Source: an optimization exercise on an open RTL-to-GDS flow (aim: small area and a short achievable clock period). Production flows keep margins and buffers that such runs may drop.
Only simulation tests tie the RTL to the original design; equivalence was not proved.

==> flow/design.v (outline; a module is shown in full before it is edited, if it fits) <==
// module vec_fma: 2759 lines
module vec_fma (
    input  wire        clk,
    input  wire        rst,
    input  wire        in_valid,
    input  wire [31:0] in_a,
    input  wire [31:0] in_b,
    input  wire [31:0] in_c,
    output reg         out_valid,
    output reg  [31:0] out_r
);
  // ...
==> flow/flow/run.sh <==
#!/bin/bash
# Standard ORFS layout; repair_timing aims for a setup slack of at least
# 18.95 ns at the design's clock period.
set -euo pipefail
bash standard.sh SETUP_SLACK_MARGIN=18.95 'BUFFER_PORTS_ARGS=-buffer_cell sky130_fd_sc_hd__buf_2' finish > standard.log 2>&1
==> flow/standard.sh <==
#!/bin/bash
# synth_recipe.tcl (not shown) runs the flow's synth.tcl, then flattens the netlist and writes it again
# the make line also repeats each setting of config.mk as NAME=value (left out here)
make -C /OpenROAD-flow-scripts/flow DESIGN_CONFIG=/design/flow/config.mk WORK_HOME=/design/flow/orfs CLKGATE_MAP_FILE= SYNTH_SCRIPT=/design/flow/synth_recipe.tcl "${@:-finish}"
==> flow/config.mk <==
export PLATFORM = sky130hd
export DESIGN_NAME = vec_fma
export DESIGN_NICKNAME = vec_fma
export VERILOG_FILES = /design/flow/design.v
export SDC_FILE = /design/flow/constraint.sdc
export NUM_CORES = 4
export LEC_CHECK = 0
export ABC_AREA = 1
export CAP_MARGIN = 20
export CORE_MARGIN = 2
export CORE_UTILIZATION = 40
export CTS_CLUSTER_DIAMETER = 120
export CTS_CLUSTER_SIZE = 24
export SLEW_MARGIN = 20
==> flow/constraint.sdc <==
create_clock -name core_clock -period 25.0 [get_ports {clk}]
set_input_delay 5.0000 -clock core_clock [delete_from_list [all_inputs] [get_ports {clk}]]
set_output_delay 5.0000 -clock core_clock [all_outputs]
set_load 0.01 [all_outputs]
==> results.ini, run 1 <==
[status]
outcome = finished clean

[critical_path]
cp_max_fo = 1
worstSetupPathType = reg -> out
cp-end-kind = primary output
rrSetupSlack_ns = 19.21
crit_chain = buf_6
worst_ep_required_time_ns = 20.00

[finish]
fin_util_pct = 44.4
top_regs = s2_mag x101, s1_prod x48, s1_mcf x39
drive_gt1_share_pct = 10.8
seq_share_pct = 16.9
multi_input_area_share_pct = 64.8
seq_area_um2 = 7630

[yosys]
synth_fa_ha_area_share_pct = 18.9
synth_top_area_cell = dfxtp_1
ys_ff_latch = 376
yosys.area_share.xor_xnor_pct = 11.4
synth_top_family_by_area = simple AND/OR/NAND/NOR gates
ys_warn_count = 1
netlist_instances = 5890

[floorplan]
initial_utilization_pct = 40.2
rows = 117
dieArea_um2 = 105000
nWellTaps = 1368
core_um2 = 102000

[clock_tree]
cts_resized = 96

[timing]
finalMaxSlewViolations = 0
final_hold_viol_count = 0
min_period_ns = 6.14

[global_routing]
overflow = 0
grt_antenna_before_repair = 4
grt_use_total_pct = 30.1

[hold_path]
hold_start = s1_zsign$_DFF_P_
hp-class = reg -> reg

==> inputs of run 2 (changes only) <==
--- a/flow/design.v
+++ b/flow/design.v
@@ -70,17 +70,17 @@
     wire is_spec = is_nan | p_inf | c_inf;
     wire s_inf   = p_inf ? sp : sc;
     wire signed [10:0] ep     = $signed({3'd0, ea_e}) + $signed({3'd0, eb_e}) - 11'sd127;
     wire signed [10:0] sh_raw = $signed({3'd0, ea_e}) + $signed({3'd0, eb_e}) + $signed({3'b111, ~ec_e}) - 11'sd99;
     wire               c_scale = p_zero | (~c_zero & sh_raw[10]);
     wire        [6:0]  sh = (c_scale | c_zero) ? 7'd0 :
                             (sh_raw[9:7] != 3'd0) ? 7'd127 : sh_raw[6:0];
     wire signed [10:0] e_top = c_scale ? $signed({3'd0, ec_e}) : (ep + 11'sd27);
-    wire [38:0] mc_f = {mc, 15'd0} >> sh[3:0];
+    wire [30:0] mc_f = {mc, 7'd0} >> sh[2:0];
     wire [23:0]  st_mask;
     genvar gj;
     generate
         for (gj = 0; gj < 24; gj = gj + 1) begin : g_stm
             assign st_mask[gj] = (sh_raw > 11'sd76 + gj);
         end
     endgenerate
     wire         c_sticky = ~(c_scale | c_zero) & (|(mc & st_mask));
@@ -1411,37 +1411,37 @@
     assign prod[42] = p1020 ^ pg1268;
     assign prod[43] = p1021 ^ pg1270;
     assign prod[44] = p1022 ^ pg1272;
     assign prod[45] = p1023 ^ pg1274;
     assign prod[46] = p1024 ^ pg1276;
     assign prod[47] = p1025 ^ pg1278;
     reg        s1_valid;
     reg [47:0] s1_prod;
-    reg [38:0] s1_mcf;
-    reg [2:0]  s1_shc;
+    reg [30:0] s1_mcf;
+    reg [3:0]  s1_shc;
     reg        s1_cst;
     reg signed [10:0] s1_etop;
     reg        s1_sp, s1_sc, s1_spec, s1_nan, s1_sinf, s1_zsign;
     always @(posedge clk) begin
         if (rst) s1_valid <= 1'b0;
         else     s1_valid <= s0_valid;
         s1_prod  <= prod;
         s1_mcf   <= mc_f;
-        s1_shc   <= sh[6:4];
+        s1_shc   <= sh[6:3];
         s1_cst   <= c_sticky;
         s1_etop  <= e_top;
         s1_sp    <= sp;
         s1_sc    <= sc;
         s1_spec  <= is_spec;
         s1_nan   <= is_nan;
         s1_sinf  <= s_inf;
         s1_zsign <= p_zero & sp & sc;
     end
-    wire [99:0]  c_aligned = {s1_mcf, 61'd0} >> {s1_shc, 4'b0000};
+    wire [99:0]  c_aligned = {s1_mcf, 69'd0} >> {s1_shc, 3'b000};
     wire [100:0] opc = {c_aligned, s1_cst};
     wire [25:0]  opu = opc[100:75];
     wire [47:0]  opm = opc[74:27];
     wire [26:0]  opl = opc[26:0];
     wire         eff_sub = s1_sp ^ s1_sc;
     wire [47:0]  bmid = s1_prod ^ {48{eff_sub}};
     wire g1282 = opm[0] & bmid[0];
     wire g1283 = opm[1] & bmid[1];
@@ -1895,25 +1895,21 @@
     wire c0 = pg1632;
     wire c1 = pg1632 | pp1633;
     wire [25:0]  u_inc = opu + 26'd1;
     wire [25:0]  u_dec = opu - 26'd1;
     wire         u_zero = (opu == 26'd0);
     wire         l_nz = |opl;
     wire [26:0]  l_neg = ~opl + 27'd1;
     wire         neg = eff_sub & u_zero & ~c1;
-    reg  [100:0] mag;
-    always @(*) begin
-        if (!eff_sub)
-            mag = {c0 ? u_inc : opu, y0, opl};
-        else if (!neg)
-            mag = {c1 ? opu : u_dec, y1, opl};
-        else
-            mag = {26'd0, l_nz ? ~y1 : ~y0, l_neg};
-    end
+    wire [25:0]  u_dec0 = u_zero ? 26'd0 : u_dec;
+    wire [25:0]  mag_u = eff_sub ? (c1 ? opu : u_dec0) : (c0 ? u_inc : opu);
+    wire [47:0]  mag_m = !eff_sub ? y0 : (!neg ? y1 : (l_nz ? ~y1 : ~y0));
+    wire [26:0]  mag_l = neg ? l_neg : opl;
+    wire [100:0] mag = {mag_u, mag_m, mag_l};
     wire         rsign = neg ? s1_sp : s1_sc;
     wire signed [10:0] e_m1 = s1_etop - 11'sd1;
     wire               kill = s1_etop < 11'sd1;      
     wire               has_mark = ~kill & (e_m1 < 11'sd75);
     reg        s2_valid;
     reg [100:0] s2_mag;
     reg [8:0]  s2_em1;
     reg        s2_hasm, s2_kill, s2_rsign, s2_spec, s2_nan, s2_sinf, s2_zsign;
==> run 2 against run 1 <==
  * Still clean
  * Hold slack improved by 0.0071 ns
  * Global-route usage decreased by 0.55 points
  * Core utilization about the same
  * Wire length is 0.26% higher
  * First-iteration DRC count decreased by 1.8%
  * Cell area up 0.35%
  * Non-clock buffer count down 19
  * Critical path type unchanged
  * Highest routed layer unchanged
==> results.ini, run 2 <==
[critical_path]
arrival_ns = 1.14  ; about the same
crit_chain = buf_6  ; unchanged
cp_max_fo = 1  ; unchanged
worst_ep_required_time_ns = 20.00  ; about the same
path_buf_inv = 1  ; unchanged
cp-end-kind = primary output  ; unchanged
reg2reg_to = s1_prod[39]$_DFF_P_  ; was s1_prod[33]$_DFF_P_
rrSetupSlack_ns = 19.22  ; was 19.21 ns
r2r_start = s0_neg[3]$_DFF_P_  ; was s0_two[3]$_DFF_P_
start_kind = flop  ; unchanged
path_delay_family = flip-flops  ; unchanged
cpPeakStageDelay_ns = 0.41  ; was 0.42 ns
worstSetupPathType = reg -> out  ; unchanged
r2r_cells = 24  ; was 25
cpMaxStageDelayCell = dfxtp_4  ; unchanged

[placement]
port_buffers = 131  ; unchanged
pre_cts_slack_ns = 17.14  ; was 17.60 ns
hpwlAfterDp_um = 122000  ; was 121000 µm
gp_congestion = 1.03  ; was 1.04
placed_cells = 7285  ; was 7176

[clock_tree]
clkLatencyLatePin_ns = 0.62  ; was 0.64 ns
clockRootBuffer = clkbuf_16  ; unchanged
clock-sinks = 369  ; was 376
numCtsBuffers = 22  ; was 24
clockBufferDepth = 3  ; unchanged
hold_buffers = 0  ; unchanged
clkSlewWorstSetupHoldPaths_ns = 0.09  ; was 0.10 ns
htree_levels = 1  ; unchanged
cts_tree = built  ; unchanged

[timing]
setup_viol = 0  ; unchanged
finalMaxSlewViolations = 0  ; unchanged
min_period_ns = 6.14  ; about the same
tightest_slew_ns = 1.04  ; was 0.982 ns
final_hold_viol_count = 0  ; unchanged
tns_ns = 0  ; unchanged
period_share_pct = 24.6  ; about the same
timing.slew.headroom_pct = 29.9  ; was 34.5%
setup_ws_ns = 18.86  ; about the same
fin_hold_ws_ns = 0.342  ; was 0.335 ns
rsz0062_at_grt = yes  ; unchanged
finClkSkew_ns = 0.0251  ; was 0.0328 ns
fmax_mhz = 163  ; about the same

[floorplan]
core_um2 = 102000  ; about the same
dieArea_um2 = 105000  ; about the same
fp.dieH_um = 325  ; was 324 µm
initial_utilization_pct = 40.4  ; was 40.2%
die_x_um = 325  ; was 324 µm
pin_count = 132  ; unchanged
rows = 117  ; unchanged

[finish]
instances_no_fill = 7415  ; was 7351
fin_util_pct = 44.4  ; about the same
top_regs = s2_mag x101, s1_prod x48  ; was s2_mag x101, s1_prod x48, s1_mcf x39
area_growth_pct = 9.98  ; was 10.3%
drive_gt1_share_pct = 9.68  ; was 10.8%
final_common_cell = nand2_1  ; unchanged
largest_reg_flops = 101  ; unchanged
nNetsFinal = 6589  ; was 6526
layout_common_cells = nand2_1 (1126), inv_1 (820), nand3_1 (510), xor2_1 (506), nor2_1 (456)  ; was nand2_1 (1082), inv_1 (794), nand3_1 (538), nor2_1 (501), xor2_1 (489)
regMostFlops = s2_mag  ; unchanged

[global_routing]
grt_pass1_wl_um = 243000  ; was 241000 µm
grt_use_total_pct = 29.5  ; was 30.1%
grt_antenna_before_repair = 7  ; was 4
overflow = 0  ; unchanged
grt_pass1_vias = 39400  ; was 38700
grt_max_degree = 65  ; was 72

[hold_path]
hp-class = reg -> reg  ; unchanged
holdPathStages = 0  ; unchanged
hold_start = s1_zsign$_DFF_P_  ; unchanged
hold_end = s2_zsign$_DFF_P_  ; unchanged

[yosys]
synth-main-ff-cell = dfxtp_1  ; unchanged
syn_nets = 6566  ; was 6445
yosysMostFrequentCell = nand2_1  ; unchanged
synthTopCellsByArea = dfxtp_1 (18%), fa_1 (13%), xor2_1 (11%)  ; unchanged
synth_area_um2 = 41200  ; was 40900 µm²
netlist_instances = 6011  ; was 5890
synth-edff-count = 0  ; unchanged
ys_warn_count = 1  ; unchanged
async_reset_ff_share_pct = 0  ; unchanged
ys_types = 64  ; was 72
yosysSeqAreaShare_pct = 17.9  ; was 18.4%
ys_top_cells_by_count = nand2_1 (1140), inv_1 (848), nand3_1 (511), xor2_1 (508), nor2_1 (475)  ; was nand2_1 (1092), inv_1 (828), nand3_1 (539), nor2_1 (514), xor2_1 (491)
ys_ff_latch = 369  ; was 376
synth_area_per_cell_um2 = 6.85  ; was 6.94 µm²
synth_top_area_share_pct = 17.9  ; was 18.4%
synth_top_area_cell = dfxtp_1  ; unchanged

[route]
firstDrtPassIters = 6  ; was 9
via_per_inst = 5.65  ; was 5.58
ant_nets = 0  ; unchanged
vias = 41900  ; was 41000
first_iter_violations = 4628  ; was 4714
drcViolationCount = 0  ; unchanged
drt_wl_total_um = 162000  ; about the same
routedWlPerCell_um = 21.9  ; was 22.0 µm

[run]
maxCapViolCount = 0  ; unchanged

[status]
outcome = finished clean  ; unchanged

## run 2: cell types whose count changed in the layout (fill, tap and decap cells not counted), sizes merged, moves of 18 or more
cell	before	now
o21ai	273	318
nor2	550	513
nand3	549	513
nand2	1124	1159
inv	824	856
mux2i	36	10
buf	297	273
nand4	60	83
clkinvlp	59	41
## run 2: cell families after synthesis
kind of cell             Yosys count  share of synthesized area, %
XOR/XNOR                         549                          11.7
flip-flops                       369                          17.9
buffers and inverters           1185                          11.2
AO/OA/AOI/OAI                    985                          14.1
AND/OR/NAND/NOR                 2451                          25.9
adder cells (fa/ha/maj)          456                          18.8
multiplexers                      16                         0.407
## run 2: worst max-delay path by stage
stage                     slack (ns)                  from                  to  depth (start not counted)
after CTS                      18.81     out_r[22]$_DFF_P_           out_r[22]                          1
final                          18.86     out_r[22]$_DFF_P_           out_r[22]                          1
after global placement         17.24  s1_shc[3]$_SDFF_PP0_  s2_mag[23]$_DFF_P_                         33
after detailed placement       17.14  s1_shc[3]$_SDFF_PP0_  s2_mag[23]$_DFF_P_                         33
after floorplan                19.27               in_b[4]      s0_bfz$_DFF_P_                          2
after global routing           18.83     out_r[22]$_DFF_P_           out_r[22]                          1
## run 2: timing repair
action / 4_1_cts / 5_1_grt
endpoints found under the hold margin: 0 / 0
buffers inserted: 36 / 32
gates resized for setup: 123 / 148
pin swaps: 3 / 7
cloned: 17 / 8
endpoints found under the setup margin: 213 / 210
## run 2: metrics by stage
step | cell area (µm²)
after floorplan | 41200
after global placement | 42800
after detailed placement | 42800
after CTS | 44400
after global routing | 45300
final | 45300
## run 2: cell type report
cell class              instances  area [µm²]
clock inverters                 8        98.8
multi-input cells            4460       29500
fillers                     10700       56600
clock buffers                  27         631
inverters                     886        3530
flip-flops and latches        369        7460
repair buffers                278        2230
well taps                    1368        1710
diodes                          2        5.00
repair inverters               17         115
## run 2: metal layers
metal,share of wire [%],up-vias,track usage [%]
met5,0.017,-,0
met4,6.7,4,15.9
met3,8.3,503,4.61
met2,44,2108,47.2
met1,41,19600,38.3
li1,-,19600,-
==> inputs of run 3 (changes only) <==
--- a/flow/config.mk
+++ b/flow/config.mk
@@ -9,6 +9,6 @@
 export CAP_MARGIN = 20
 export CORE_MARGIN = 2
 export CORE_UTILIZATION = 40
-export CTS_CLUSTER_DIAMETER = 120
-export CTS_CLUSTER_SIZE = 24
+export CTS_CLUSTER_DIAMETER = 100
+export CTS_CLUSTER_SIZE = 20
 export SLEW_MARGIN = 20
==> run 3 against run 2 <==
  * Non-clock buffer count grew 12
  * Die area is the same
==> results.ini, run 3 <==
[run]
maxCapViolCount = 0  ; unchanged

[critical_path]
r2r_start = s0_a[11]$_DFF_P_  ; was s0_neg[3]$_DFF_P_
arrival_ns = 1.15  ; was 1.14 ns
reg2reg_to = s1_prod[39]$_DFF_P_  ; unchanged
worst_ep_required_time_ns = 20.00  ; about the same
critPathCapture = out_r[22]  ; unchanged
worstSetupPathType = reg -> out  ; unchanged
start_kind = flop  ; unchanged
cpMaxStageDelayCell = dfxtp_4  ; unchanged
path_delay_family = flip-flops  ; unchanged
cpPeakStageDelay_ns = 0.40  ; was 0.41 ns
r2r_cells = 25  ; was 24
crit_chain = buf_6  ; unchanged
cp-end-kind = primary output  ; unchanged
worst-path-stages = 1  ; unchanged
crit_start = out_r[22]$_DFF_P_  ; unchanged
path_buf_inv = 1  ; unchanged
rrSetupSlack_ns = 19.23  ; was 19.22 ns
cp_max_fo = 1  ; unchanged

[yosys]
synth_top_area_cell = dfxtp_1  ; unchanged
netlist_instances = 6011  ; unchanged
yosysSeqAreaShare_pct = 17.9  ; unchanged
synth-main-ff-cell = dfxtp_1  ; unchanged
async_reset_ff_share_pct = 0  ; unchanged
synth_top_area_share_pct = 17.9  ; unchanged
syn_nets = 6566  ; unchanged
yosysMostFrequentCell = nand2_1  ; unchanged
synth_area_um2 = 41200  ; unchanged
synth-edff-count = 0  ; unchanged
synth_area_per_cell_um2 = 6.85  ; unchanged
ys_ff_latch = 369  ; unchanged
ys_top_cells_by_count = nand2_1 (1140), inv_1 (848), nand3_1 (511), xor2_1 (508), nor2_1 (475)  ; unchanged
ys_warn_count = 1  ; unchanged
synthTopCellsByArea = dfxtp_1 (18%), fa_1 (13%), xor2_1 (11%)  ; unchanged
ys_types = 64  ; unchanged

[timing]
tns_ns = 0  ; unchanged
rsz0062_at_grt = yes  ; unchanged
setup_viol = 0  ; unchanged
finalMaxSlewViolations = 0  ; unchanged
timing.slew.headroom_pct = 32.6  ; was 29.9%
setup_ws_ns = 18.85  ; was 18.86 ns
period_share_pct = 24.6  ; about the same
min_period_ns = 6.15  ; was 6.14 ns
fmax_mhz = 163  ; about the same
final_hold_viol_count = 0  ; unchanged
tightest_slew_ns = 1.00  ; was 1.04 ns
finClkSkew_ns = 0.0313  ; was 0.0251 ns

[global_routing]
grt_antenna_before_repair = 7  ; unchanged
grt_use_total_pct = 29.6  ; was 29.5%
grt_pass1_vias = 39500  ; was 39400
grt_max_degree = 65  ; unchanged
grt_pass1_wl_um = 243000  ; about the same
overflow = 0  ; unchanged

[finish]
largest_reg_flops = 101  ; unchanged
layout_common_cells = nand2_1 (1126), inv_1 (820), nand3_1 (510), xor2_1 (506), nor2_1 (456)  ; unchanged
drive_gt1_share_pct = 9.98  ; was 9.68%
final_common_cell = nand2_1  ; unchanged
area_growth_pct = 10.6  ; was 9.98%
regMostFlops = s2_mag  ; unchanged
nNetsFinal = 6605  ; was 6589
top_regs = s2_mag x101, s1_prod x48  ; unchanged
instances_no_fill = 7434  ; was 7415
fin_area_um2 = 45500  ; was 45300 µm²

[route]
ant_nets = 0  ; unchanged
routedWlPerCell_um = 21.9  ; about the same
drt_wl_total_um = 163000  ; was 162000 µm
firstDrtPassIters = 8  ; was 6
via_per_inst = 5.63  ; was 5.65
vias = 41800  ; was 41900
first_iter_violations = 4365  ; was 4628
drcViolationCount = 0  ; unchanged

[clock_tree]
clock-sinks = 369  ; unchanged
hold_buffers = 0  ; unchanged
numCtsBuffers = 27  ; was 22
clkSlewWorstSetupHoldPaths_ns = 0.08  ; was 0.09 ns
cts_tree = built  ; unchanged
clockRootBuffer = clkbuf_16  ; unchanged
clkLatencyLatePin_ns = 0.65  ; was 0.62 ns
htree_levels = 1  ; unchanged
clockBufferDepth = 3  ; unchanged

[floorplan]
pin_count = 132  ; unchanged
core_um2 = 102000  ; unchanged
fp.dieH_um = 325  ; unchanged
dieArea_um2 = 105000  ; unchanged
initial_utilization_pct = 40.4  ; unchanged
die_x_um = 325  ; unchanged
rows = 117  ; unchanged

[hold_path]
hp-class = reg -> reg  ; unchanged

[status]
outcome = finished clean  ; unchanged

[placement]
gp_congestion = 1.03  ; unchanged
pre_cts_slack_ns = 17.14  ; unchanged
port_buffers = 131  ; unchanged
place_area_um2 = 42800  ; unchanged
placed_cells = 7285  ; unchanged
hpwlAfterDp_um = 122000  ; unchanged

run 3: cell counts after synthesis:
No cell type changed its count.
run 3: per-layer routing:
layer | up-vias | global-route usage (%) | part of all wire [%]
met3 | 494 | 4.73 | 8.3
li1 | 19700 | - | -
met1 | 19600 | 38.3 | 41
met2 | 2078 | 46.9 | 44
met5 | - | 0 | 0.0080
met4 | 2 | 16.3 | 6.8
run 3: worst min-delay path by stage:
stage / from / endpoint / slack (ns) / depth (start not counted)
after global placement: s1_zsign$_DFF_P_ / s2_zsign$_DFF_P_ / 0.31 / 0
after global routing: s1_spec$_DFF_P_ / s2_spec$_DFF_P_ / 0.35 / 0
final: s1_zsign$_DFF_P_ / s2_zsign$_DFF_P_ / 0.34 / 0
after floorplan: s1_nan$_DFF_P_ / s2_nan$_DFF_P_ / 0.31 / 0
after detailed placement: s1_spec$_DFF_P_ / s2_spec$_DFF_P_ / 0.32 / 0
after CTS: s1_spec$_DFF_P_ / s2_spec$_DFF_P_ / 0.34 / 0
run 3: cells by family after synthesis:
kind of cell | synth area share, %
XOR/XNOR | 11.7
flip-flops | 17.9
multiplexers | 0.407
adder cells (fa/ha/maj) | 18.8
buffers and inverters | 11.2
AO/OA/AOI/OAI | 14.1
AND/OR/NAND/NOR | 25.9
run 3: per-stage QoR:
step | hold slack (ns) | util [%]
final | 0.339 | 44.7
after global routing | 0.347 | 44.6
after CTS | 0.343 | 43.7
after detailed placement | 0.323 | 42.0
after global placement | 0.313 | 42.0
after floorplan | 0.310 | -
run 3: timing repair:
action | CTS | global route
cloned | 17 | 7
setup endpoints to repair | 213 | 211
resized for setup | 122 | 158
buffers inserted | 37 | 43
pin swaps | 3 | 8
run 3: layout make-up:
class	count	area, µm²
fillers	10700	56400
multi-input cells	4460	29500
flip-flops and latches	369	7460
inverters	886	3530
repair buffers	290	2310
well taps	1368	1710
clock buffers	28	689
clock inverters	14	180
repair inverters	16	110
diodes	3	7.51

==> what the ideal ports hide <==
In the flow no input, the clock included, has a driving cell. The finished layouts below were timed again as built, in two steps.
Step 1, drivers: a clkbuf_16 drives clk and a buf_2 each remaining input, both assumed.
Step 2 moves the port delays by t, midway between the first and last clock arrival at a register: inputs arrive t later, outputs are due t later. That takes back most of the time a late clock gives input paths.
Slacks: ideal ports / drivers / drivers and shift; pairs: ideal ports / drivers.
run	t (ns)	setup WS [ns]	worst setup path after step 2	clock arrival spread, ns
run 1	0.702	18.857 / 18.777 / 18.484	input to register	0.042 / 0.042
run 2	0.689	18.861 / 18.785 / 18.493	input to register	0.025 / 0.025
run 3	0.708	18.849 / 18.772 / 18.461	input to register	0.032 / 0.032
After both steps setup and hold are still met in every run listed. The setup slack of run 3, which loses most, moves by -0.077 ns with the drivers and by -0.388 ns with both steps.
